Source: an optimization exercise on an open RTL-to-GDS flow (aim: small area). Production flows keep margins and buffers that such runs may drop.
Function was checked by simulation only, so behaviour that the tests miss may differ from the original.
Power and IR drop assume default switching activity.

== ember ==
// zr_microseq
module zr_microseq (
    input  wire        clk,
    input  wire        rst,       
    input  wire        tick,
    input  wire        en,        
    input  wire        halt,      
    input  wire        inv,       
    input  wire [39:0] pos,       
    input  wire [31:0] vel,       
    input  wire [15:0] v1,        
    input  wire [15:0] v2,
    input  wire [15:0] v3,
    input  wire [15:0] v4,
    output reg         done,
    output reg  [2:0]  band,
    output reg  [2:0]  tgt,
    output wire        pend,
    output reg  [9:0]  addr,
    output wire [11:0] mag_a,
    output wire        pol_a,
    output wire [11:0] mag_b,
    output wire        pol_b
);
    reg  [5:0]  cnt;
    reg  [1:0]  st;               
    reg  [38:0] pprev;            
    reg  [11:0] magb;
    wire neg   = vel[31];
    wire go    = tick & en & ~halt;
    wire first = (cnt == 6'd0);
    wire run   = ~first | go;
    wire [5:0] cinc;
    assign cinc[0] = ~cnt[0];
    assign cinc[1] = cnt[1] ^ cnt[0];
    assign cinc[2] = cnt[2] ^ (&cnt[1:0]);
    assign cinc[3] = cnt[3] ^ (&cnt[2:0]);
    assign cinc[4] = cnt[4] ^ (&cnt[3:0]);
    assign cinc[5] = cnt[5] ^ (&cnt[4:0]);
    wire c6    = (cnt == 6'd6);
    wire c44   = (cnt == 6'd44);
    wire c45   = (cnt == 6'd45);
    wire c48   = (cnt == 6'd48);
    wire cap   = (cnt == 6'd58);
    wire ph_x  = ((cnt[5:4] == 2'b00) & (cnt[3] | (cnt[2] & cnt[1]))) | (cnt[5:4] == 2'b01) |
                 ((cnt[5:4] == 2'b10) & ~(cnt[3] & cnt[2] & cnt[1]));   
    wire ph_a  = (cnt[5:4] == 2'b11) & (~cnt[3] | (cnt[3:1] == 3'b100));  
    wire ph_1  = (cnt[5:4] == 2'b00) & ~(cnt[3] & cnt[2]);         
    wire ph_2  = ((cnt[5:4] == 2'b00) & cnt[3] & cnt[2]) | (cnt[5:4] == 2'b01) |
                 ((cnt[5:4] == 2'b10) & ~(cnt[3] & cnt[2] & cnt[1]));   
    wire ph_2u = ph_2 & ((cnt[5:4] != 2'b10) | (cnt[3:2] == 2'b00) |
                         (cnt[3:0] == 4'b0100) | (cnt[3:0] == 4'b0101) |
  ...
For scale: about 830 cells after synthesis, about 190 I/O pins.
export LEC_CHECK = 0
export ABC_AREA = 1
export CAP_MARGIN = 20
export CORE_MARGIN = 2
export CORE_UTILIZATION = 45
export CTS_BUF_LIST = sky130_fd_sc_hd__clkbuf_8
export CTS_CLUSTER_DIAMETER = 20
export CTS_CLUSTER_SIZE = 6
export GPL_TIMING_DRIVEN = 0
export SLEW_MARGIN = 20
export SYNTH_MEMORY_MAX_BITS = 16384
create_clock -name core_clock -period 50.0 [get_ports {clk}]
standard.sh (not shown) runs the stock make flow with config.mk's settings and CLKGATE_MAP_FILE= SYNTH_SCRIPT=/design/flow/synth_recipe.tcl, a recipe that flattens the netlist after the stock synthesis.
==> flow/flow/run.sh <==
#!/bin/bash
# The standard layout with three changes, none of which touches the registers:
#  1. after the standard synthesis, its combinational cells are mapped again by ABC with an
#     area script (flow/area.abc); the registers keep their cells and names;
#  2. each cell is then swapped for the smallest cell of its family (the clock period leaves
#     tens of ns of slack; repair_design still fixes slew and load after placement);
#  3. the port buffers are the smallest buffer cell.
set -euo pipefail
export BUFFER_PORTS_ARGS="-buffer_cell sky130_fd_sc_hd__buf_1"
PLAT=$FLOW_HOME/platforms/$FLOW_PLATFORM
LIB=$PLAT/lib/sky130_fd_sc_hd__tt_025C_1v80.lib
RES=orfs/results/$FLOW_PLATFORM/zr_microseq/base
YOSYS=${YOSYS_EXE:-$(command -v yosys || echo /OpenROAD-flow-scripts/tools/install/yosys/bin/yosys)}

bash standard.sh synth > standard_synth.log 2>&1
cp $RES/1_2_yosys.v standard_synth_netlist.v

python3 flow/cellmap.py $LIB cellmap.v > cellmap.log 2>&1
DU=$(python3 - "$PLAT/config.mk" <<'PY'
import re, sys
t = open(sys.argv[1]).read().replace('\\\n', ' ')
cells = []
for m in re.finditer(r'^export\s+DONT_USE_CELLS\s*\+?=\s*(.*)$', t, re.M):
    cells += m.group(1).split()
print(' '.join('-dont_use ' + c for c in cells))
PY
)
cat > resyn.ys <<EOY
read_liberty -lib $LIB
read_verilog standard_synth_netlist.v
hierarchy -top $FLOW_TOP
techmap -map cellmap.v
techmap
opt -purge
abc -liberty $LIB $DU -script flow/area.abc
opt_clean -purge
hilomap -singleton -hicell sky130_fd_sc_hd__conb_1 HI -locell sky130_fd_sc_hd__conb_1 LO
stat -liberty $LIB
check -assert -mapped
write_verilog -noattr -nohex -nodec resyn_netlist.v
EOY
$YOSYS -s resyn.ys > resyn.log 2>&1
python3 flow/downsize.py resyn_netlist.v $LIB $PLAT/config.mk > downsize.log 2>&1
cp resyn_netlist.v $RES/1_2_yosys.v
bash standard.sh > standard_flow.log 2>&1
Other scripts of this flow, unchanged in this note and not shown: flow/flow/area.abc, flow/flow/cellmap.py, flow/flow/downsize.py
The following lists how juniper was set up differently from ember:
Settings: SLEW_MARGIN now 10, was 20; CTS_CLUSTER_DIAMETER now 25, was 20; CTS_CLUSTER_SIZE now 8, was 6; CAP_MARGIN now 10, was 20.
--- outcome ---
On post-place instance area, juniper tracks ember almost exactly.
From ember to juniper the numbers moved as follows: power per unit of standard cell area now larger, post-synthesis to final-layout area growth comparable, number of cells on the worst hold path comparable.
Highest-delay cell along the critical path: sky130_fd_sc_hd__a2111oi_0 -> ember, sky130_fd_sc_hd__xnor2_1 -> juniper
First-iteration DRC count: higher on ember
Compared with ember, juniper shows a wire length that is about 1.2% higher.
For the overall power after layout, juniper came in 1.7 uW higher than ember did.
The multi-input gate area in the final layout in juniper was lower than what ember gave.
Edits applied to the flow inputs when going from juniper to lagoon:
Settings: CAP_MARGIN: 10 -> 20; SLEW_MARGIN: 10 -> 20.
==> summary.txt <==
lagoon completed every stage of the flow, and the final layout passed the timing, DRC and antenna checks. Compared with juniper, in lagoon met2 routing resource usage after global routing dropped 2.0 points; placed instance count saw little to no change; transition time at the pin with the least slew margin now sits lower.

-- separate check: timing with driven ports --
In the flow no input, the clock included, has a driving cell. The finished layouts below were timed again as built, in two steps.
Step 1 assumes that a clkbuf_16 drives the clock port and a buf_2 every other input.
Step 2 moves the port delays by t, midway between the first and last clock arrival at a register: inputs arrive t later, outputs are due t later. That takes back most of the time a late clock gives input paths.
Slacks: ideal ports / drivers / drivers and shift; pairs: ideal ports / drivers.
run	t, ns	setup WS [ns]	clock arrival spread, ns
ember	0.417	29.490 / 29.451 / 29.868	0.022 / 0.022
juniper	0.429	29.606 / 29.567 / 29.997	0.017 / 0.017
lagoon	0.417	29.490 / 29.451 / 29.868	0.022 / 0.022
After both steps setup and hold are still met in every run listed.
